Context: an optimization exercise on an open-source flow, tuned for small area, a short achievable clock period and few clock cycles per item. The choices shown serve that exercise and are no tape-out recipe. At most, simulation tests tie the RTL to the original design; equivalence was not proved. For run 2, only the layout was checked, not whether the RTL still works.

==> flow/design.v, too long to show whole: its modules and the start of the top module <==
// module aes_sbox_a: 82 lines
// module aes_sbox_b: 63 lines
// module g_xor2: 3 lines
// module g_xnor2: 3 lines
// module g_nand2: 3 lines
// module g_nor2: 3 lines
// module g_a22o: 3 lines
// module g_a222oi: 4 lines
// module aes_engine: 1950 lines
module aes_engine (
    input  wire         clk,
    input  wire         rst,
    input  wire         in_valid,
    output wire         in_ready,
    input  wire         in_aes256,
    input  wire [255:0] in_key,
    input  wire [127:0] in_block,
    output reg          out_valid,
    output wire [127:0] out_block
);
  // ...
==> flow/flow/run.sh <==
#!/bin/bash
# Standard layout, with the ports buffered by a plain buffer cell.
set -e
export BUFFER_PORTS_ARGS="-buffer_cell sky130_fd_sc_hd__buf_2"
bash standard.sh > standard.log 2>&1
==> flow/standard.sh <==
#!/bin/bash
# synth_recipe.tcl (not shown) runs the flow's synth.tcl, then flattens the netlist and writes it again
# the make line also repeats each setting of config.mk as NAME=value (left out here)
make -C /OpenROAD-flow-scripts/flow DESIGN_CONFIG=/design/flow/config.mk WORK_HOME=/design/flow/orfs CLKGATE_MAP_FILE= SYNTH_SCRIPT=/design/flow/synth_recipe.tcl "${@:-finish}"
==> flow/config.mk <==
export PLATFORM = sky130hd
export DESIGN_NAME = aes_engine
export DESIGN_NICKNAME = aes_engine
export VERILOG_FILES = /design/flow/design.v
export SDC_FILE = /design/flow/constraint.sdc
export NUM_CORES = 4
export LEC_CHECK = 0
export CAP_MARGIN = 20
export CORE_MARGIN = 2
export CORE_UTILIZATION = 60
export PLACE_DENSITY = 0.75
export SETUP_SLACK_MARGIN = 4.4
export SLEW_MARGIN = 20
export SYNTH_HIERARCHICAL = 1
==> flow/constraint.sdc <==
create_clock -name core_clock -period 8.0 [get_ports {clk}]
set_input_delay 1.6000 -clock core_clock [delete_from_list [all_inputs] [get_ports {clk}]]
set_output_delay 1.6000 -clock core_clock [all_outputs]
set_load 0.01 [all_outputs]
==> flow_metrics.env, run 1 <==
export IMPL_grt_use_met3=0.07105
export IMPL_clock_path_buffers=3
export IMPL_crit_path_start_kind="flip-flop"
export IMPL_dp_slack_ps=3628
export IMPL_core_region_area_um2=93330
export IMPL_path_cells="xor2_1, xor2_1, nand2_1, xor2_1, xor2_1, xor2_4, xor2_4, xor2_2, xor2_1, nand2_1, xnor2_1"
export IMPL_final_cell_mix="xor2_1 (2126), dfxtp_1 (1097), nand2_1 (730)"
export IMPL_hold_end="ka2_n[63]$_DFF_P_"
export IMPL_avgSynthCellArea_um2=10.31
export IMPL_critPathArrivalTime_ps=4200
export IMPL_met2_usage=0.5917
export IMPL_status="timing/DRC/antenna clean"
export IMPL_largest_reg_flops=352
export IMPL_final_setup_skew_ps=27.83
export IMPL_final_nets=6589
export IMPL_min_path_type="reg -> reg"
export IMPL_nFlopsAndLatches=1113
export IMPL_multi_input_area_um2=36930
export IMPL_crit_path_top_delay_cell="xor2_4"
export IMPL_post_route_period_util=0.4524
export IMPL_totalWireLength_um=193900
export IMPL_largest_cell_class="multi-input combinational cells"
export IMPL_dr_pass1_iters=10
Testbench counts, summed over its fixed seeds: cycles 6,888, blocks 512.
==> module aes_sbox_a, before the edit <==
module aes_sbox_a (
    input  wire [7:0] a,
    output wire [21:0] m
);
  wire n1, n2, n3, n4, n5, n6, n7, n8, n9, n10, n11, n12, n13, n14, n15, n16;
  wire n17, n18, n19, n20, n21, n22, n23, n24, n25, n26, n27, n28, n29, n30, n31, n32;
  wire n33, n34, n35, n36, n37, n38, n39, n40, n41, n42, n43, n44, n45, n46, n47, n48;
  wire n49, n50, n51;
  g_xor2 u0 (.a(a[7]), .b(a[4]), .y(m[0]));
  g_xor2 u1 (.a(a[7]), .b(a[2]), .y(m[1]));
  g_xor2 u2 (.a(a[7]), .b(a[1]), .y(m[2]));
  g_xor2 u3 (.a(a[4]), .b(a[2]), .y(m[3]));
  g_xor2 u4 (.a(a[3]), .b(a[1]), .y(n1));
  g_xor2 u5 (.a(m[0]), .b(n1), .y(m[4]));
  g_xor2 u6 (.a(a[6]), .b(a[5]), .y(n2));
  g_xor2 u7 (.a(a[0]), .b(m[4]), .y(m[5]));
  g_xor2 u8 (.a(a[0]), .b(n2), .y(n3));
  g_xor2 u9 (.a(m[4]), .b(n2), .y(m[6]));
  g_xor2 u10 (.a(a[6]), .b(a[2]), .y(n4));
  g_xor2 u11 (.a(a[5]), .b(a[2]), .y(n5));
  g_xor2 u12 (.a(m[2]), .b(m[3]), .y(m[7]));
  g_xor2 u13 (.a(m[4]), .b(n4), .y(n6));
  g_xor2 u14 (.a(n1), .b(n4), .y(m[8]));
  g_xor2 u15 (.a(n1), .b(n5), .y(m[9]));
  g_xor2 u16 (.a(n3), .b(m[9]), .y(n7));
  g_xor2 u17 (.a(a[4]), .b(a[0]), .y(n8));
  g_xor2 u18 (.a(n2), .b(n8), .y(n9));
  g_xor2 u19 (.a(m[0]), .b(n9), .y(n10));
  g_xor2 u20 (.a(a[1]), .b(a[0]), .y(n11));
  g_xor2 u21 (.a(n2), .b(n11), .y(n12));
  g_xor2 u22 (.a(m[1]), .b(n12), .y(m[10]));
  g_xor2 u23 (.a(m[1]), .b(m[6]), .y(n13));
  g_xor2 u24 (.a(n10), .b(n7), .y(n14));
  g_xor2 u25 (.a(m[2]), .b(m[9]), .y(n15));
  g_xor2 u26 (.a(m[0]), .b(n5), .y(m[11]));
  g_nand2 u27 (.a(m[7]), .b(m[4]), .y(n16));
  g_nand2 u28 (.a(m[10]), .b(m[5]), .y(n17));
  g_xnor2 u29 (.a(n6), .b(n16), .y(n18));
  g_nand2 u30 (.a(n9), .b(a[0]), .y(n19));
  g_xor2 u31 (.a(n19), .b(n16), .y(n20));
  g_nand2 u32 (.a(m[2]), .b(m[9]), .y(n21));
  g_nand2 u33 (.a(n12), .b(n3), .y(n22));
  g_xnor2 u34 (.a(n15), .b(n21), .y(n23));
  g_nand2 u35 (.a(n10), .b(n7), .y(n24));
  g_xor2 u36 (.a(n24), .b(n21), .y(n25));
  g_nand2 u37 (.a(m[0]), .b(m[8]), .y(n26));
  g_nand2 u38 (.a(m[3]), .b(m[11]), .y(n27));
  g_xor2 u39 (.a(n27), .b(n26), .y(n28));
  g_nand2 u40 (.a(m[1]), .b(m[6]), .y(n29));
  g_xor2 u41 (.a(n29), .b(n26), .y(n30));
  g_xnor2 u42 (.a(n18), .b(n17), .y(n31));
  g_xor2 u43 (.a(n20), .b(n13), .y(n32));
  g_xnor2 u44 (.a(n23), .b(n22), .y(n33));
  g_xor2 u45 (.a(n25), .b(n30), .y(n34));
  g_xor2 u46 (.a(n31), .b(n28), .y(n35));
  g_xor2 u47 (.a(n32), .b(n30), .y(n36));
  g_xor2 u48 (.a(n33), .b(n28), .y(n37));
  g_xor2 u49 (.a(n34), .b(n14), .y(n38));
  g_xnor2 u50 (.a(n37), .b(n38), .y(n39));
  g_nand2 u51 (.a(n37), .b(n35), .y(n40));
  g_xor2 u52 (.a(n36), .b(n40), .y(n41));
  g_xnor2 u53 (.a(n35), .b(n36), .y(n42));
  g_xor2 u54 (.a(n38), .b(n40), .y(n43));
  g_nor2 u55 (.a(n43), .b(n42), .y(n44));
  g_nor2 u56 (.a(n41), .b(n39), .y(n45));
  g_nand2 u57 (.a(n35), .b(n38), .y(n46));
  g_nor2 u58 (.a(n42), .b(n46), .y(n47));
  g_xor2 u59 (.a(n42), .b(n40), .y(n48));
  g_nand2 u60 (.a(n36), .b(n37), .y(n49));
  g_nor2 u61 (.a(n39), .b(n49), .y(n50));
  g_xor2 u62 (.a(n39), .b(n40), .y(n51));
  g_xor2 u63 (.a(n36), .b(n44), .y(m[12]));
  g_xor2 u64 (.a(n47), .b(n48), .y(m[13]));
  g_xor2 u65 (.a(n38), .b(n45), .y(m[14]));
  g_xor2 u66 (.a(n50), .b(n51), .y(m[15]));
  g_nand2 u67 (.a(m[14]), .b(a[0]), .y(m[16]));
  g_nand2 u68 (.a(m[13]), .b(n3), .y(m[17]));
  g_nand2 u69 (.a(m[12]), .b(n7), .y(m[18]));
  g_nand2 u70 (.a(m[14]), .b(n9), .y(m[19]));
  g_nand2 u71 (.a(m[13]), .b(n12), .y(m[20]));
  g_nand2 u72 (.a(m[12]), .b(n10), .y(m[21]));
endmodule
==> module aes_sbox_b, before the edit <==
module aes_sbox_b (
    input  wire [21:0] m
    , output wire [7:0] y
);
  wire n1, n2, n3, n4, n5, n6, n7, n8, n9, n10, n11, n12, n13, n14, n15, n16;
  wire n17, n18, n19, n20, n21, n22, n23, n24, n25, n26, n27, n28, n29, n30, n31, n32;
  wire n33, n34, n35, n36, n37, n38, n39, n40, n41, n42, n43, n44, n45, n46, n47;
  g_xor2 u0 (.a(m[13]), .b(m[15]), .y(n1));
  g_xor2 u1 (.a(m[12]), .b(m[14]), .y(n2));
  g_xor2 u2 (.a(m[12]), .b(m[13]), .y(n3));
  g_xor2 u3 (.a(m[14]), .b(m[15]), .y(n4));
  g_xor2 u4 (.a(n2), .b(n1), .y(n5));
  g_nand2 u5 (.a(n4), .b(m[4]), .y(n6));
  g_nand2 u6 (.a(m[15]), .b(m[5]), .y(n7));
  g_nand2 u7 (.a(n3), .b(m[9]), .y(n8));
  g_nand2 u8 (.a(n2), .b(m[8]), .y(n9));
  g_nand2 u9 (.a(n5), .b(m[11]), .y(n10));
  g_nand2 u10 (.a(n1), .b(m[6]), .y(n11));
  g_nand2 u11 (.a(n4), .b(m[7]), .y(n12));
  g_nand2 u12 (.a(m[15]), .b(m[10]), .y(n13));
  g_nand2 u13 (.a(n3), .b(m[2]), .y(n14));
  g_nand2 u14 (.a(n2), .b(m[0]), .y(n15));
  g_nand2 u15 (.a(n5), .b(m[3]), .y(n16));
  g_nand2 u16 (.a(n1), .b(m[1]), .y(n17));
  g_xor2 u17 (.a(n15), .b(n16), .y(n18));
  g_xor2 u18 (.a(m[17]), .b(n13), .y(n19));
  g_xor2 u19 (.a(n6), .b(m[16]), .y(n20));
  g_xor2 u20 (.a(n7), .b(n12), .y(n21));
  g_xor2 u21 (.a(n11), .b(n14), .y(n22));
  g_xor2 u22 (.a(n8), .b(n15), .y(n23));
  g_xnor2 u23 (.a(n16), .b(n23), .y(n24));
  g_xnor2 u24 (.a(n6), .b(n21), .y(n25));
  g_xor2 u25 (.a(m[18]), .b(m[20]), .y(n26));
  g_xor2 u26 (.a(n9), .b(n10), .y(n27));
  g_xnor2 u27 (.a(n10), .b(n22), .y(n28));
  g_xnor2 u28 (.a(m[21]), .b(n20), .y(n29));
  g_xor2 u29 (.a(m[16]), .b(m[18]), .y(n30));
  g_xnor2 u30 (.a(m[17]), .b(n18), .y(n31));
  g_xor2 u31 (.a(n9), .b(n15), .y(n32));
  g_xnor2 u32 (.a(n12), .b(n19), .y(n33));
  g_xnor2 u33 (.a(n13), .b(n18), .y(n34));
  g_xnor2 u34 (.a(m[19]), .b(n19), .y(n35));
  g_xnor2 u35 (.a(n14), .b(n26), .y(n36));
  g_xnor2 u36 (.a(n17), .b(n22), .y(n37));
  g_xor2 u37 (.a(n18), .b(n19), .y(n38));
  g_xor2 u38 (.a(n19), .b(n25), .y(n39));
  g_xor2 u39 (.a(n21), .b(n30), .y(n40));
  g_xor2 u40 (.a(n36), .b(n20), .y(n41));
  g_xor2 u41 (.a(n33), .b(n27), .y(n42));
  g_xor2 u42 (.a(n24), .b(n28), .y(n43));
  g_xor2 u43 (.a(n25), .b(n27), .y(n44));
  g_xor2 u44 (.a(n26), .b(n28), .y(n45));
  g_xor2 u45 (.a(n29), .b(n32), .y(n46));
  g_xor2 u46 (.a(n29), .b(n35), .y(n47));
  g_xor2 u47 (.a(n24), .b(n42), .y(y[7]));
  g_xnor2 u48 (.a(n34), .b(n44), .y(y[6]));
  g_xnor2 u49 (.a(n37), .b(n46), .y(y[5]));
  g_xor2 u50 (.a(n24), .b(n39), .y(y[4]));
  g_xor2 u51 (.a(n38), .b(n40), .y(y[3]));
  g_xor2 u52 (.a(n43), .b(n47), .y(y[2]));
  g_xnor2 u53 (.a(n31), .b(n45), .y(y[1]));
  g_xnor2 u54 (.a(n24), .b(n41), .y(y[0]));
endmodule
==> inputs of run 2 (changes only) <==
--- a/flow/design.v
+++ b/flow/design.v
@@ -1,152 +1,152 @@
 module aes_sbox_a (
     input  wire [7:0] a,
-    output wire [21:0] m
+    output wire [22:0] m
 );
   wire n1, n2, n3, n4, n5, n6, n7, n8, n9, n10, n11, n12, n13, n14, n15, n16;
   wire n17, n18, n19, n20, n21, n22, n23, n24, n25, n26, n27, n28, n29, n30, n31, n32;
   wire n33, n34, n35, n36, n37, n38, n39, n40, n41, n42, n43, n44, n45, n46, n47, n48;
-  wire n49, n50, n51;
+  wire n49, n50, n51, n52, n53, n54;
   g_xor2 u0 (.a(a[7]), .b(a[4]), .y(m[0]));
   g_xor2 u1 (.a(a[7]), .b(a[2]), .y(m[1]));
   g_xor2 u2 (.a(a[7]), .b(a[1]), .y(m[2]));
   g_xor2 u3 (.a(a[4]), .b(a[2]), .y(m[3]));
   g_xor2 u4 (.a(a[3]), .b(a[1]), .y(n1));
   g_xor2 u5 (.a(m[0]), .b(n1), .y(m[4]));
   g_xor2 u6 (.a(a[6]), .b(a[5]), .y(n2));
-  g_xor2 u7 (.a(a[0]), .b(m[4]), .y(m[5]));
-  g_xor2 u8 (.a(a[0]), .b(n2), .y(n3));
-  g_xor2 u9 (.a(m[4]), .b(n2), .y(m[6]));
-  g_xor2 u10 (.a(a[6]), .b(a[2]), .y(n4));
-  g_xor2 u11 (.a(a[5]), .b(a[2]), .y(n5));
-  g_xor2 u12 (.a(m[2]), .b(m[3]), .y(m[7]));
-  g_xor2 u13 (.a(m[4]), .b(n4), .y(n6));
-  g_xor2 u14 (.a(n1), .b(n4), .y(m[8]));
-  g_xor2 u15 (.a(n1), .b(n5), .y(m[9]));
-  g_xor2 u16 (.a(n3), .b(m[9]), .y(n7));
-  g_xor2 u17 (.a(a[4]), .b(a[0]), .y(n8));
-  g_xor2 u18 (.a(n2), .b(n8), .y(n9));
-  g_xor2 u19 (.a(m[0]), .b(n9), .y(n10));
-  g_xor2 u20 (.a(a[1]), .b(a[0]), .y(n11));
-  g_xor2 u21 (.a(n2), .b(n11), .y(n12));
-  g_xor2 u22 (.a(m[1]), .b(n12), .y(m[10]));
-  g_xor2 u23 (.a(m[1]), .b(m[6]), .y(n13));
-  g_xor2 u24 (.a(n10), .b(n7), .y(n14));
-  g_xor2 u25 (.a(m[2]), .b(m[9]), .y(n15));
-  g_xor2 u26 (.a(m[0]), .b(n5), .y(m[11]));
-  g_nand2 u27 (.a(m[7]), .b(m[4]), .y(n16));
-  g_nand2 u28 (.a(m[10]), .b(m[5]), .y(n17));
-  g_xnor2 u29 (.a(n6), .b(n16), .y(n18));
-  g_nand2 u30 (.a(n9), .b(a[0]), .y(n19));
-  g_xor2 u31 (.a(n19), .b(n16), .y(n20));
-  g_nand2 u32 (.a(m[2]), .b(m[9]), .y(n21));
-  g_nand2 u33 (.a(n12), .b(n3), .y(n22));
-  g_xnor2 u34 (.a(n15), .b(n21), .y(n23));
-  g_nand2 u35 (.a(n10), .b(n7), .y(n24));
-  g_xor2 u36 (.a(n24), .b(n21), .y(n25));
-  g_nand2 u37 (.a(m[0]), .b(m[8]), .y(n26));
-  g_nand2 u38 (.a(m[3]), .b(m[11]), .y(n27));
-  g_xor2 u39 (.a(n27), .b(n26), .y(n28));
-  g_nand2 u40 (.a(m[1]), .b(m[6]), .y(n29));
-  g_xor2 u41 (.a(n29), .b(n26), .y(n30));
-  g_xnor2 u42 (.a(n18), .b(n17), .y(n31));
-  g_xor2 u43 (.a(n20), .b(n13), .y(n32));
-  g_xnor2 u44 (.a(n23), .b(n22), .y(n33));
-  g_xor2 u45 (.a(n25), .b(n30), .y(n34));
-  g_xor2 u46 (.a(n31), .b(n28), .y(n35));
-  g_xor2 u47 (.a(n32), .b(n30), .y(n36));
-  g_xor2 u48 (.a(n33), .b(n28), .y(n37));
-  g_xor2 u49 (.a(n34), .b(n14), .y(n38));
-  g_xnor2 u50 (.a(n37), .b(n38), .y(n39));
-  g_nand2 u51 (.a(n37), .b(n35), .y(n40));
-  g_xor2 u52 (.a(n36), .b(n40), .y(n41));
-  g_xnor2 u53 (.a(n35), .b(n36), .y(n42));
-  g_xor2 u54 (.a(n38), .b(n40), .y(n43));
-  g_nor2 u55 (.a(n43), .b(n42), .y(n44));
-  g_nor2 u56 (.a(n41), .b(n39), .y(n45));
-  g_nand2 u57 (.a(n35), .b(n38), .y(n46));
-  g_nor2 u58 (.a(n42), .b(n46), .y(n47));
-  g_xor2 u59 (.a(n42), .b(n40), .y(n48));
-  g_nand2 u60 (.a(n36), .b(n37), .y(n49));
-  g_nor2 u61 (.a(n39), .b(n49), .y(n50));
-  g_xor2 u62 (.a(n39), .b(n40), .y(n51));
-  g_xor2 u63 (.a(n36), .b(n44), .y(m[12]));
-  g_xor2 u64 (.a(n47), .b(n48), .y(m[13]));
-  g_xor2 u65 (.a(n38), .b(n45), .y(m[14]));
-  g_xor2 u66 (.a(n50), .b(n51), .y(m[15]));
-  g_nand2 u67 (.a(m[14]), .b(a[0]), .y(m[16]));
-  g_nand2 u68 (.a(m[13]), .b(n3), .y(m[17]));
-  g_nand2 u69 (.a(m[12]), .b(n7), .y(m[18]));
-  g_nand2 u70 (.a(m[14]), .b(n9), .y(m[19]));
-  g_nand2 u71 (.a(m[13]), .b(n12), .y(m[20]));
-  g_nand2 u72 (.a(m[12]), .b(n10), .y(m[21]));
+  g_xor2 u7 (.a(a[0]), .b(m[4]), .y(n3));
+  g_xor2 u8 (.a(a[0]), .b(n2), .y(n4));
+  g_xor2 u9 (.a(m[4]), .b(n2), .y(m[5]));
+  g_xor2 u10 (.a(a[6]), .b(a[2]), .y(n5));
+  g_xor2 u11 (.a(a[5]), .b(a[2]), .y(n6));
+  g_xor2 u12 (.a(m[2]), .b(m[3]), .y(m[6]));
+  g_xor2 u13 (.a(m[4]), .b(n5), .y(n7));
+  g_xor2 u14 (.a(n1), .b(n5), .y(m[7]));
+  g_xor2 u15 (.a(n1), .b(n6), .y(m[8]));
+  g_xor2 u16 (.a(n4), .b(m[8]), .y(n8));
+  g_xor2 u17 (.a(a[4]), .b(a[0]), .y(n9));
+  g_xor2 u18 (.a(n2), .b(n9), .y(n10));
+  g_xor2 u19 (.a(m[0]), .b(n10), .y(n11));
+  g_xor2 u20 (.a(a[1]), .b(a[0]), .y(n12));
+  g_xor2 u21 (.a(n2), .b(n12), .y(n13));
+  g_xor2 u22 (.a(m[1]), .b(n13), .y(n14));
+  g_xor2 u23 (.a(m[1]), .b(m[5]), .y(n15));
+  g_xor2 u24 (.a(n11), .b(n8), .y(n16));
+  g_xor2 u25 (.a(m[2]), .b(m[8]), .y(n17));
+  g_xor2 u26 (.a(m[0]), .b(n6), .y(m[9]));
+  g_nand2 u27 (.a(m[6]), .b(m[4]), .y(n18));
+  g_nand2 u28 (.a(n14), .b(n3), .y(n19));
+  g_xnor2 u29 (.a(n7), .b(n18), .y(n20));
+  g_nand2 u30 (.a(n10), .b(a[0]), .y(n21));
+  g_xor2 u31 (.a(n21), .b(n18), .y(n22));
+  g_nand2 u32 (.a(m[2]), .b(m[8]), .y(n23));
+  g_nand2 u33 (.a(n13), .b(n4), .y(n24));
+  g_xnor2 u34 (.a(n17), .b(n23), .y(n25));
+  g_nand2 u35 (.a(n11), .b(n8), .y(n26));
+  g_xor2 u36 (.a(n26), .b(n23), .y(n27));
+  g_nand2 u37 (.a(m[0]), .b(m[7]), .y(n28));
+  g_nand2 u38 (.a(m[3]), .b(m[9]), .y(n29));
+  g_xor2 u39 (.a(n29), .b(n28), .y(n30));
+  g_nand2 u40 (.a(m[1]), .b(m[5]), .y(n31));
+  g_xor2 u41 (.a(n31), .b(n28), .y(n32));
+  g_xnor2 u42 (.a(n20), .b(n19), .y(n33));
+  g_xor2 u43 (.a(n22), .b(n15), .y(n34));
+  g_xnor2 u44 (.a(n25), .b(n24), .y(n35));
+  g_xor2 u45 (.a(n27), .b(n32), .y(n36));
+  g_xor2 u46 (.a(n33), .b(n30), .y(n37));
+  g_xor2 u47 (.a(n34), .b(n32), .y(n38));
+  g_xor2 u48 (.a(n35), .b(n30), .y(n39));
+  g_xor2 u49 (.a(n36), .b(n16), .y(n40));
+  g_xnor2 u50 (.a(n39), .b(n40), .y(n41));
+  g_nand2 u51 (.a(n39), .b(n37), .y(n42));
+  g_xor2 u52 (.a(n38), .b(n42), .y(n43));
+  g_xnor2 u53 (.a(n37), .b(n38), .y(n44));
+  g_xor2 u54 (.a(n40), .b(n42), .y(n45));
+  g_nor2 u55 (.a(n45), .b(n44), .y(n46));
+  g_nor2 u56 (.a(n43), .b(n41), .y(n47));
+  g_nand2 u57 (.a(n37), .b(n40), .y(n48));
+  g_nor2 u58 (.a(n44), .b(n48), .y(n49));
+  g_xor2 u59 (.a(n44), .b(n42), .y(n50));
+  g_nand2 u60 (.a(n38), .b(n39), .y(n51));
+  g_nor2 u61 (.a(n41), .b(n51), .y(n52));
+  g_xor2 u62 (.a(n41), .b(n42), .y(n53));
+  g_xor2 u63 (.a(n38), .b(n46), .y(n54));
+  g_xor2 u64 (.a(n49), .b(n50), .y(m[10]));
+  g_xor2 u65 (.a(n40), .b(n47), .y(m[11]));
+  g_xor2 u66 (.a(n52), .b(n53), .y(m[12]));
+  g_xor2 u67 (.a(n54), .b(m[11]), .y(m[13]));
+  g_xor2 u68 (.a(n54), .b(m[10]), .y(m[14]));
+  g_nand2 u69 (.a(m[12]), .b(n3), .y(m[15]));
+  g_nand2 u70 (.a(m[11]), .b(a[0]), .y(m[16]));
+  g_nand2 u71 (.a(m[10]), .b(n4), .y(m[17]));
+  g_nand2 u72 (.a(n54), .b(n8), .y(m[18]));
+  g_nand2 u73 (.a(m[12]), .b(n14), .y(m[19]));
+  g_nand2 u74 (.a(m[11]), .b(n10), .y(m[20]));
+  g_nand2 u75 (.a(m[10]), .b(n13), .y(m[21]));
+  g_nand2 u76 (.a(n54), .b(n11), .y(m[22]));
 endmodule
 module aes_sbox_b (
-    input  wire [21:0] m
+    input  wire [22:0] m
     , output wire [7:0] y
 );
   wire n1, n2, n3, n4, n5, n6, n7, n8, n9, n10, n11, n12, n13, n14, n15, n16;
   wire n17, n18, n19, n20, n21, n22, n23, n24, n25, n26, n27, n28, n29, n30, n31, n32;
-  wire n33, n34, n35, n36, n37, n38, n39, n40, n41, n42, n43, n44, n45, n46, n47;
-  g_xor2 u0 (.a(m[13]), .b(m[15]), .y(n1));
-  g_xor2 u1 (.a(m[12]), .b(m[14]), .y(n2));
-  g_xor2 u2 (.a(m[12]), .b(m[13]), .y(n3));
-  g_xor2 u3 (.a(m[14]), .b(m[15]), .y(n4));
-  g_xor2 u4 (.a(n2), .b(n1), .y(n5));
-  g_nand2 u5 (.a(n4), .b(m[4]), .y(n6));
-  g_nand2 u6 (.a(m[15]), .b(m[5]), .y(n7));
-  g_nand2 u7 (.a(n3), .b(m[9]), .y(n8));
-  g_nand2 u8 (.a(n2), .b(m[8]), .y(n9));
-  g_nand2 u9 (.a(n5), .b(m[11]), .y(n10));
-  g_nand2 u10 (.a(n1), .b(m[6]), .y(n11));
-  g_nand2 u11 (.a(n4), .b(m[7]), .y(n12));
-  g_nand2 u12 (.a(m[15]), .b(m[10]), .y(n13));
-  g_nand2 u13 (.a(n3), .b(m[2]), .y(n14));
-  g_nand2 u14 (.a(n2), .b(m[0]), .y(n15));
-  g_nand2 u15 (.a(n5), .b(m[3]), .y(n16));
-  g_nand2 u16 (.a(n1), .b(m[1]), .y(n17));
-  g_xor2 u17 (.a(n15), .b(n16), .y(n18));
-  g_xor2 u18 (.a(m[17]), .b(n13), .y(n19));
-  g_xor2 u19 (.a(n6), .b(m[16]), .y(n20));
-  g_xor2 u20 (.a(n7), .b(n12), .y(n21));
-  g_xor2 u21 (.a(n11), .b(n14), .y(n22));
-  g_xor2 u22 (.a(n8), .b(n15), .y(n23));
-  g_xnor2 u23 (.a(n16), .b(n23), .y(n24));
-  g_xnor2 u24 (.a(n6), .b(n21), .y(n25));
-  g_xor2 u25 (.a(m[18]), .b(m[20]), .y(n26));
-  g_xor2 u26 (.a(n9), .b(n10), .y(n27));
-  g_xnor2 u27 (.a(n10), .b(n22), .y(n28));
-  g_xnor2 u28 (.a(m[21]), .b(n20), .y(n29));
-  g_xor2 u29 (.a(m[16]), .b(m[18]), .y(n30));
-  g_xnor2 u30 (.a(m[17]), .b(n18), .y(n31));
-  g_xor2 u31 (.a(n9), .b(n15), .y(n32));
-  g_xnor2 u32 (.a(n12), .b(n19), .y(n33));
-  g_xnor2 u33 (.a(n13), .b(n18), .y(n34));
-  g_xnor2 u34 (.a(m[19]), .b(n19), .y(n35));
-  g_xnor2 u35 (.a(n14), .b(n26), .y(n36));
-  g_xnor2 u36 (.a(n17), .b(n22), .y(n37));
-  g_xor2 u37 (.a(n18), .b(n19), .y(n38));
-  g_xor2 u38 (.a(n19), .b(n25), .y(n39));
-  g_xor2 u39 (.a(n21), .b(n30), .y(n40));
-  g_xor2 u40 (.a(n36), .b(n20), .y(n41));
-  g_xor2 u41 (.a(n33), .b(n27), .y(n42));
-  g_xor2 u42 (.a(n24), .b(n28), .y(n43));
-  g_xor2 u43 (.a(n25), .b(n27), .y(n44));
-  g_xor2 u44 (.a(n26), .b(n28), .y(n45));
-  g_xor2 u45 (.a(n29), .b(n32), .y(n46));
-  g_xor2 u46 (.a(n29), .b(n35), .y(n47));
-  g_xor2 u47 (.a(n24), .b(n42), .y(y[7]));
-  g_xnor2 u48 (.a(n34), .b(n44), .y(y[6]));
-  g_xnor2 u49 (.a(n37), .b(n46), .y(y[5]));
-  g_xor2 u50 (.a(n24), .b(n39), .y(y[4]));
-  g_xor2 u51 (.a(n38), .b(n40), .y(y[3]));
-  g_xor2 u52 (.a(n43), .b(n47), .y(y[2]));
-  g_xnor2 u53 (.a(n31), .b(n45), .y(y[1]));
-  g_xnor2 u54 (.a(n24), .b(n41), .y(y[0]));
+  wire n33, n34, n35, n36, n37, n38, n39, n40, n41, n42, n43;
+  g_xor2 u0 (.a(m[10]), .b(m[12]), .y(n1));
+  g_xor2 u1 (.a(m[11]), .b(m[12]), .y(n2));
+  g_xor2 u2 (.a(m[13]), .b(n1), .y(n3));
+  g_nand2 u3 (.a(n2), .b(m[4]), .y(n4));
+  g_nand2 u4 (.a(m[14]), .b(m[8]), .y(n5));
+  g_nand2 u5 (.a(m[13]), .b(m[7]), .y(n6));
+  g_nand2 u6 (.a(n3), .b(m[9]), .y(n7));
+  g_nand2 u7 (.a(n1), .b(m[5]), .y(n8));
+  g_nand2 u8 (.a(n2), .b(m[6]), .y(n9));
+  g_nand2 u9 (.a(m[14]), .b(m[2]), .y(n10));
+  g_nand2 u10 (.a(m[13]), .b(m[0]), .y(n11));
+  g_nand2 u11 (.a(n3), .b(m[3]), .y(n12));
+  g_nand2 u12 (.a(n1), .b(m[1]), .y(n13));
+  g_xor2 u13 (.a(n11), .b(n12), .y(n14));
+  g_xor2 u14 (.a(m[17]), .b(m[19]), .y(n15));
+  g_xor2 u15 (.a(n4), .b(m[16]), .y(n16));
+  g_xor2 u16 (.a(m[15]), .b(n9), .y(n17));
+  g_xor2 u17 (.a(n8), .b(n10), .y(n18));
+  g_xor2 u18 (.a(n5), .b(n11), .y(n19));
+  g_xnor2 u19 (.a(n12), .b(n19), .y(n20));
+  g_xnor2 u20 (.a(n4), .b(n17), .y(n21));
+  g_xor2 u21 (.a(m[18]), .b(m[21]), .y(n22));
+  g_xor2 u22 (.a(n6), .b(n7), .y(n23));
+  g_xnor2 u23 (.a(n7), .b(n18), .y(n24));
+  g_xnor2 u24 (.a(m[22]), .b(n16), .y(n25));
+  g_xor2 u25 (.a(m[16]), .b(m[18]), .y(n26));
+  g_xnor2 u26 (.a(m[17]), .b(n14), .y(n27));
+  g_xor2 u27 (.a(n6), .b(n11), .y(n28));
+  g_xnor2 u28 (.a(n9), .b(n15), .y(n29));
+  g_xnor2 u29 (.a(m[19]), .b(n14), .y(n30));
+  g_xnor2 u30 (.a(m[20]), .b(n15), .y(n31));
+  g_xnor2 u31 (.a(n10), .b(n22), .y(n32));
+  g_xnor2 u32 (.a(n13), .b(n18), .y(n33));
+  g_xor2 u33 (.a(n14), .b(n15), .y(n34));
+  g_xor2 u34 (.a(n15), .b(n21), .y(n35));
+  g_xor2 u35 (.a(n17), .b(n26), .y(n36));
+  g_xor2 u36 (.a(n32), .b(n16), .y(n37));
+  g_xor2 u37 (.a(n29), .b(n23), .y(n38));
+  g_xor2 u38 (.a(n20), .b(n24), .y(n39));
+  g_xor2 u39 (.a(n21), .b(n23), .y(n40));
+  g_xor2 u40 (.a(n22), .b(n24), .y(n41));
+  g_xor2 u41 (.a(n25), .b(n28), .y(n42));
+  g_xor2 u42 (.a(n25), .b(n31), .y(n43));
+  g_xor2 u43 (.a(n20), .b(n38), .y(y[7]));
+  g_xnor2 u44 (.a(n30), .b(n40), .y(y[6]));
+  g_xnor2 u45 (.a(n33), .b(n42), .y(y[5]));
+  g_xor2 u46 (.a(n20), .b(n35), .y(y[4]));
+  g_xor2 u47 (.a(n34), .b(n36), .y(y[3]));
+  g_xor2 u48 (.a(n39), .b(n43), .y(y[2]));
+  g_xnor2 u49 (.a(n27), .b(n41), .y(y[1]));
+  g_xnor2 u50 (.a(n20), .b(n37), .y(y[0]));
 endmodule
 module g_xor2 (input wire a, input wire b, output wire y);
   assign y = a ^ b;
 endmodule
 module g_xnor2 (input wire a, input wire b, output wire y);
   assign y = ~(a ^ b);
 endmodule
 module g_nand2 (input wire a, input wire b, output wire y);
@@ -168,18 +168,18 @@
     input  wire         in_valid,
     output wire         in_ready,
     input  wire         in_aes256,
     input  wire [255:0] in_key,
     input  wire [127:0] in_block,
     output reg          out_valid,
     output wire [127:0] out_block
 );
-  localparam NS = 22;    
-  localparam NK = 22;    
+  localparam NS = 23;    
+  localparam NK = 23;    
   reg [127:0]    state;
   reg [127:0]    ka1_n;    
   reg [127:0]    kb1;      
   reg            c1_busy, c1_aes256, c1_first, c1_last;
   reg   [3:0]    c1_round;
   reg   [7:0]    c1_rcon;
   reg [16*NS-1:0] mid;
   reg  [4*NK-1:0] kmid;
@@ -283,56 +283,56 @@
   wire w1105, w1106, w1107, w1108, w1109, w1110, w1111, w1112, w1113, w1114, w1115, w1116, w1117, w1118, w1119, w1120;
   wire w1121, w1122, w1123, w1124, w1125, w1126, w1127, w1128, w1129, w1130, w1131, w1132, w1133, w1134, w1135, w1136;
   wire w1137, w1138, w1139, w1140, w1141, w1142, w1143, w1144, w1145, w1146, w1147, w1148, w1149, w1150, w1151, w1152;
   wire w1153, w1154, w1155, w1156, w1157, w1158, w1159, w1160, w1161, w1162, w1163, w1164, w1165, w1166, w1167, w1168;
   wire w1169, w1170, w1171, w1172, w1173, w1174, w1175, w1176, w1177, w1178, w1179, w1180, w1181, w1182, w1183, w1184;
   wire w1185, w1186, w1187, w1188, w1189, w1190, w1191, w1192, w1193, w1194, w1195, w1196, w1197, w1198, w1199, w1200;
   wire w1201, w1202, w1203, w1204, w1205, w1206, w1207, w1208, w1209, w1210, w1211, w1212, w1213, w1214, w1215, w1216;
   wire w1217, w1218, w1219, w1220, w1221, w1222, w1223, w1224, w1225, w1226, w1227, w1228, w1229, w1230, w1231, w1232;
-  aes_sbox_a u_sa0 (.a(state[127:120]), .m(mid_d[21:0]));
-  aes_sbox_a u_sa1 (.a(state[119:112]), .m(mid_d[43:22]));
-  aes_sbox_a u_sa2 (.a(state[111:104]), .m(mid_d[65:44]));
-  aes_sbox_a u_sa3 (.a(state[103:96]), .m(mid_d[87:66]));
-  aes_sbox_a u_sa4 (.a(state[95:88]), .m(mid_d[109:88]));
-  aes_sbox_a u_sa5 (.a(state[87:80]), .m(mid_d[131:110]));
-  aes_sbox_a u_sa6 (.a(state[79:72]), .m(mid_d[153:132]));
-  aes_sbox_a u_sa7 (.a(state[71:64]), .m(mid_d[175:154]));
-  aes_sbox_a u_sa8 (.a(state[63:56]), .m(mid_d[197:176]));
-  aes_sbox_a u_sa9 (.a(state[55:48]), .m(mid_d[219:198]));
-  aes_sbox_a u_sa10 (.a(state[47:40]), .m(mid_d[241:220]));
-  aes_sbox_a u_sa11 (.a(state[39:32]), .m(mid_d[263:242]));
-  aes_sbox_a u_sa12 (.a(state[31:24]), .m(mid_d[285:264]));
-  aes_sbox_a u_sa13 (.a(state[23:16]), .m(mid_d[307:286]));
-  aes_sbox_a u_sa14 (.a(state[15:8]), .m(mid_d[329:308]));
-  aes_sbox_a u_sa15 (.a(state[7:0]), .m(mid_d[351:330]));
-  aes_sbox_a u_ka0 (.a(kb1[31:24]), .m(kmid_d[21:0]));
-  aes_sbox_a u_ka1 (.a(kb1[23:16]), .m(kmid_d[43:22]));
-  aes_sbox_a u_ka2 (.a(kb1[15:8]), .m(kmid_d[65:44]));
-  aes_sbox_a u_ka3 (.a(kb1[7:0]), .m(kmid_d[87:66]));
-  aes_sbox_b u_sb0 (.m(mid[21:0]), .y(sb[127:120]));
-  aes_sbox_b u_sb1 (.m(mid[43:22]), .y(sb[119:112]));
-  aes_sbox_b u_sb2 (.m(mid[65:44]), .y(sb[111:104]));
-  aes_sbox_b u_sb3 (.m(mid[87:66]), .y(sb[103:96]));
-  aes_sbox_b u_sb4 (.m(mid[109:88]), .y(sb[95:88]));
-  aes_sbox_b u_sb5 (.m(mid[131:110]), .y(sb[87:80]));
-  aes_sbox_b u_sb6 (.m(mid[153:132]), .y(sb[79:72]));
-  aes_sbox_b u_sb7 (.m(mid[175:154]), .y(sb[71:64]));
-  aes_sbox_b u_sb8 (.m(mid[197:176]), .y(sb[63:56]));
-  aes_sbox_b u_sb9 (.m(mid[219:198]), .y(sb[55:48]));
-  aes_sbox_b u_sb10 (.m(mid[241:220]), .y(sb[47:40]));
-  aes_sbox_b u_sb11 (.m(mid[263:242]), .y(sb[39:32]));
-  aes_sbox_b u_sb12 (.m(mid[285:264]), .y(sb[31:24]));
-  aes_sbox_b u_sb13 (.m(mid[307:286]), .y(sb[23:16]));
-  aes_sbox_b u_sb14 (.m(mid[329:308]), .y(sb[15:8]));
-  aes_sbox_b u_sb15 (.m(mid[351:330]), .y(sb[7:0]));
-  aes_sbox_b u_kb0 (.m(kmid[21:0]), .y(sw[31:24]));
-  aes_sbox_b u_kb1 (.m(kmid[43:22]), .y(sw[23:16]));
-  aes_sbox_b u_kb2 (.m(kmid[65:44]), .y(sw[15:8]));
-  aes_sbox_b u_kb3 (.m(kmid[87:66]), .y(sw[7:0]));
+  aes_sbox_a u_sa0 (.a(state[127:120]), .m(mid_d[22:0]));
+  aes_sbox_a u_sa1 (.a(state[119:112]), .m(mid_d[45:23]));
+  aes_sbox_a u_sa2 (.a(state[111:104]), .m(mid_d[68:46]));
+  aes_sbox_a u_sa3 (.a(state[103:96]), .m(mid_d[91:69]));
+  aes_sbox_a u_sa4 (.a(state[95:88]), .m(mid_d[114:92]));
+  aes_sbox_a u_sa5 (.a(state[87:80]), .m(mid_d[137:115]));
+  aes_sbox_a u_sa6 (.a(state[79:72]), .m(mid_d[160:138]));
+  aes_sbox_a u_sa7 (.a(state[71:64]), .m(mid_d[183:161]));
+  aes_sbox_a u_sa8 (.a(state[63:56]), .m(mid_d[206:184]));
+  aes_sbox_a u_sa9 (.a(state[55:48]), .m(mid_d[229:207]));
+  aes_sbox_a u_sa10 (.a(state[47:40]), .m(mid_d[252:230]));
+  aes_sbox_a u_sa11 (.a(state[39:32]), .m(mid_d[275:253]));
+  aes_sbox_a u_sa12 (.a(state[31:24]), .m(mid_d[298:276]));
+  aes_sbox_a u_sa13 (.a(state[23:16]), .m(mid_d[321:299]));
+  aes_sbox_a u_sa14 (.a(state[15:8]), .m(mid_d[344:322]));
+  aes_sbox_a u_sa15 (.a(state[7:0]), .m(mid_d[367:345]));
+  aes_sbox_a u_ka0 (.a(kb1[31:24]), .m(kmid_d[22:0]));
+  aes_sbox_a u_ka1 (.a(kb1[23:16]), .m(kmid_d[45:23]));
+  aes_sbox_a u_ka2 (.a(kb1[15:8]), .m(kmid_d[68:46]));
+  aes_sbox_a u_ka3 (.a(kb1[7:0]), .m(kmid_d[91:69]));
+  aes_sbox_b u_sb0 (.m(mid[22:0]), .y(sb[127:120]));
+  aes_sbox_b u_sb1 (.m(mid[45:23]), .y(sb[119:112]));
+  aes_sbox_b u_sb2 (.m(mid[68:46]), .y(sb[111:104]));
+  aes_sbox_b u_sb3 (.m(mid[91:69]), .y(sb[103:96]));
+  aes_sbox_b u_sb4 (.m(mid[114:92]), .y(sb[95:88]));
+  aes_sbox_b u_sb5 (.m(mid[137:115]), .y(sb[87:80]));
+  aes_sbox_b u_sb6 (.m(mid[160:138]), .y(sb[79:72]));
+  aes_sbox_b u_sb7 (.m(mid[183:161]), .y(sb[71:64]));
+  aes_sbox_b u_sb8 (.m(mid[206:184]), .y(sb[63:56]));
+  aes_sbox_b u_sb9 (.m(mid[229:207]), .y(sb[55:48]));
+  aes_sbox_b u_sb10 (.m(mid[252:230]), .y(sb[47:40]));
+  aes_sbox_b u_sb11 (.m(mid[275:253]), .y(sb[39:32]));
+  aes_sbox_b u_sb12 (.m(mid[298:276]), .y(sb[31:24]));
+  aes_sbox_b u_sb13 (.m(mid[321:299]), .y(sb[23:16]));
+  aes_sbox_b u_sb14 (.m(mid[344:322]), .y(sb[15:8]));
+  aes_sbox_b u_sb15 (.m(mid[367:345]), .y(sb[7:0]));
+  aes_sbox_b u_kb0 (.m(kmid[22:0]), .y(sw[31:24]));
+  aes_sbox_b u_kb1 (.m(kmid[45:23]), .y(sw[23:16]));
+  aes_sbox_b u_kb2 (.m(kmid[68:46]), .y(sw[15:8]));
+  aes_sbox_b u_kb3 (.m(kmid[91:69]), .y(sw[7:0]));
   g_a22o u0 (.s0(rot_e), .a(sw[16]), .s1(nrot_e), .b(sw[24]), .y(w1));
   g_a22o u1 (.s0(rot_e), .a(sw[17]), .s1(nrot_e), .b(sw[25]), .y(w2));
   g_a22o u2 (.s0(rot_e), .a(sw[18]), .s1(nrot_e), .b(sw[26]), .y(w3));
   g_a22o u3 (.s0(rot_e), .a(sw[19]), .s1(nrot_e), .b(sw[27]), .y(w4));
   g_a22o u4 (.s0(rot_e), .a(sw[20]), .s1(nrot_e), .b(sw[28]), .y(w5));
   g_a22o u5 (.s0(rot_e), .a(sw[21]), .s1(nrot_e), .b(sw[29]), .y(w6));
   g_a22o u6 (.s0(rot_e), .a(sw[22]), .s1(nrot_e), .b(sw[30]), .y(w7));
   g_a22o u7 (.s0(rot_e), .a(sw[23]), .s1(nrot_e), .b(sw[31]), .y(w8));
==> flow/run.sh (new file) <==
#!/bin/bash
# synth_recipe.tcl (not shown) runs the flow's synth.tcl, then flattens the netlist and writes it again
# the make line also repeats each setting of config.mk as NAME=value (left out here)
make -C /OpenROAD-flow-scripts/flow DESIGN_CONFIG=/design/flow/config.mk WORK_HOME=/design/flow/orfs CLKGATE_MAP_FILE= SYNTH_SCRIPT=/design/flow/synth_recipe.tcl finish
==> flow/config.mk (replaced) <==
export PLATFORM = sky130hd
export DESIGN_NAME = aes_engine
export DESIGN_NICKNAME = aes_engine
export VERILOG_FILES = /design/flow/design.v
export SDC_FILE = /design/flow/constraint.sdc
export NUM_CORES = 4
export LEC_CHECK = 0
export CAP_MARGIN = 20
export CORE_MARGIN = 2
export CORE_UTILIZATION = 60
export PLACE_DENSITY = 0.75
export SLEW_MARGIN = 20
export SYNTH_HIERARCHICAL = 1
removed: flow/flow/run.sh
removed: flow/standard.sh
==> run 2 against run 1 <==
Critical path depth unchanged. Fmax decreased by 17%. Die area increased by 0.70%. Still clean. Critical path type unchanged. Cell count decreased by 0.19%.
==> flow_metrics.env, run 2 <==
export IMPL_tightest_slew_ps=1187
export IMPL_grtUsageMet1=0.5048
export IMPL_die_y_um=311.9
export IMPL_yosysTopAreaCell="dfxtp_1"
export IMPL_dp_slack_ps=3773
export IMPL_synthToLayoutAreaGrowth_pct=19.76
export IMPL_grt_use_met3=0.07241
export IMPL_syn_instance_count=5498
export IMPL_hpwl_um=152000
export IMPL_min_path_type="reg -> reg"
export IMPL_cts_setup_buffers=0
export IMPL_largest_reg_flops=368
export IMPL_synth_compound_area_share=0.08738
export IMPL_synth_top_cells_by_count="xor2_1 (2362), dfxtp_1 (1133), nand2_1 (730), xnor2_1 (596), a22o_1 (416)"
export IMPL_pin_count=518
export IMPL_synth_flop_cell="dfxtp_1"
export IMPL_crit_type="reg -> reg"
export IMPL_fin_ws_ps=3617
export IMPL_nFillCells=7146
export IMPL_required_ps=8530
export IMPL_synthSimpleGateAreaFrac=0.05656
export IMPL_core_region_area_um2=93610
export IMPL_hold_viol_final=0
export IMPL_rsz0062_at_grt="false"
export IMPL_slew_viol_final=0
export IMPL_clock_path_buffers=3
export IMPL_die_area_um2=97270
export IMPL_final_common_cell="xor2_1"
export IMPL_portBuffers=517
export IMPL_hold_buffers=0
export IMPL_endpoint_kind="flip-flop"
export IMPL_setup_viol=0
export IMPL_route_detailed_drc=0
export IMPL_synthMuxAreaShare=0.0007040
export IMPL_clkLatencyLatePin_ps=700
export IMPL_rows=112
export IMPL_via_count=42721
export IMPL_post_route_period_util=0.5479
export IMPL_start_util=0.6076
export IMPL_grtUsageTotal=0.3843
export IMPL_synth_area_leaders="dfxtp_1 (40%), xor2_1 (36%), xnor2_1 (9.2%), a22o_1 (6.4%), nand2_1 (4.8%)"
export IMPL_cp_max_fo=5
export IMPL_totalWireLength_um=193700
export IMPL_status="timing/DRC/antenna clean"
export IMPL_fmax_ghz=0.2282
export IMPL_final_area_um2=68110
export IMPL_synth_xor_area_frac=0.4555
export IMPL_ctsHtreeMaxLevel=3
export IMPL_tns_ps=0
export IMPL_cts_inserted_buffers=115
export IMPL_synth_edf_count=0
export IMPL_post_synth_top_count_cell="xor2_1"
export IMPL_grt_max_degree=146
export IMPL_ys_seq_elements=1133
export IMPL_critPathArrivalTime_ps=4910
export IMPL_cts_resized=0
export IMPL_synth_cell_types=26
export IMPL_ys_warn_count=7
export IMPL_synth_area_um2=56880
export IMPL_drtIter0Drc=4811
export IMPL_path_clk_slew_ps=60
export IMPL_regMostFlops="mid"
export IMPL_synth_top_family_by_area="XOR/XNOR gates"
export IMPL_antenna_found_initial=6
export IMPL_gp_congestion=1.023
export IMPL_crit_path_start_kind="flip-flop"
export IMPL_synth_top_area_frac=0.3988
export IMPL_maxCapViolCount=0
export IMPL_avgSynthCellArea_um2=10.34
export IMPL_placed_area_um2=64030
export IMPL_fin_crit_ps=4383
export IMPL_cts_sinks=1133
export IMPL_grt_pass1_vias=41961
export IMPL_final_cell_mix="xor2_1 (2362), dfxtp_1 (1132), nand2_1 (730)"
export IMPL_yosysSeqAreaShare=0.3988
export IMPL_synthAdderAreaFrac=0.0004400
export IMPL_route_detailed_vias_per_inst=5.670
export IMPL_wl_per_cell_um=25.71
export IMPL_cts_root_buf="clkbuf_16"
export IMPL_die_x_um=311.9
export IMPL_final_setup_skew_ps=26.59
export IMPL_dr_pass1_iters=9
export IMPL_syn_nets=5888
export IMPL_drive_above_1_share=0.04078
export IMPL_final_nets=6568
export IMPL_slew_headroom=0.2058
export IMPL_ant_nets=0
export IMPL_async_flop_share=0
export IMPL_grt_ovfl_total=0
export IMPL_met2_usage=0.6100
export IMPL_grt_pass1_wl_um=277500
export IMPL_busiest_layer="met2"
export IMPL_cts_tree="built"
[run 2: cell count changes after synthesis, sizes merged]
cell and delta:
dfxtp +20
[run 2: worst paths after layout]
path	startpoint	endpoint	slack, ps	depth (start not counted)
worst max-delay path	mid[242]$_DFF_P_	state[119]$_DFF_P_	3620	11
worst min-delay path	kb1[70]$_DFF_P_	kb2[70]$_DFF_P_	320	0
worst max register to register	mid[242]$_DFF_P_	state[119]$_DFF_P_	3620	11
worst min register to register	kb1[70]$_DFF_P_	kb2[70]$_DFF_P_	320	0
[run 2: area by class of cell]
class,instances,area [µm²],share of cell area
clock inverter,52,693.2,0.01018
inverter,4,27.53,0.0004041
sequential,1133,22690,0.3331
tap,1254,1569,0.02304
clock buffer,165,3379,0.04962
timing repair buffer,566,5557,0.08158
multi-input combinational,4358,34190,0.5020
antenna,3,7.507,0.0001102
[run 2: Yosys stat by module, one instance, submodules excluded, excerpt]
module	times used	flops+latches	cells	area [µm²]
g_nor2	80	0	1	3.754
g_nand2	728	0	1	3.754
g_a22o	416	0	1	8.758
g_xor2	2360	0	1	8.758
g_a222oi	128	0	1	10.01
aes_engine	1	1133	1194	23060
g_xnor2	592	0	1	8.758
[run 2: layer usage]
metal,routed length [µm],vias up
met5,39,-
met1,79140,20788
met2,86970,2107
li1,-,19430
met4,9993,6
met3,17560,390
[run 2: cells by family (layout without fill, tap and decap cells)]
kind of cell / after synthesis / in the layout
muxes: 4 / 4
xor gates and xnor gates: 2958 / 2958
adders and majority gates: 2 / 2
AOI/OAI and AO/OA: 550 / 550
other: 0 / 3
buffers and inverters: 7 / 787
and+or+nand+nor: 844 / 844
DFF: 1133 / 1133
[run 2: critical path, cell delays in order, from the launching register on]
cell and delay (ps):
dfxtp_1 360, xor2_1 360, xor2_1 260, nand2_1 140, xor2_1 320, xor2_1 200, xor2_1 730, xor2_1 580
xor2_1 450, xor2_1 190, nand2_1 80, xnor2_1 550
[run 2: stage by stage]
step	std cells	hold WS [ps]	utilization
floorplan	5498	309.6	-
global placement	7315	309.7	0.6840
detailed placement	7315	312.1	0.6840
CTS	7532	322.6	0.7275
global route	7532	326.3	0.7275
finish	7535	321.8	0.7276

re-timing with driven ports:
The flow's constraints put no driver on any port. The routed layouts listed below were extracted and timed again, unchanged, in two steps. Step 1, drivers: a clkbuf_16 drives clk and a buf_2 each remaining input, both assumed. Step 2 moves the port delays by t, midway between the first and last clock arrival at a register: inputs arrive t later, outputs are due t later. That takes back most of the time a late clock gives input paths. Three values: ideal ports, drivers, drivers and shift; two values: the first two.
run | t (ns) | setup WS [ns] | hold WS [ns]
run 1 | 0.782 | 4.381 / 4.381 / 3.735 | 0.314 / 0.314 / 0.314
run 2 | 0.762 | 3.617 / 3.617 / 3.617 | 0.322 / 0.322 / 0.322
After both steps every run listed still meets setup and hold. The setup slack of run 1, which loses most, moves by 0.000 ns with the drivers and by -0.646 ns with both steps.
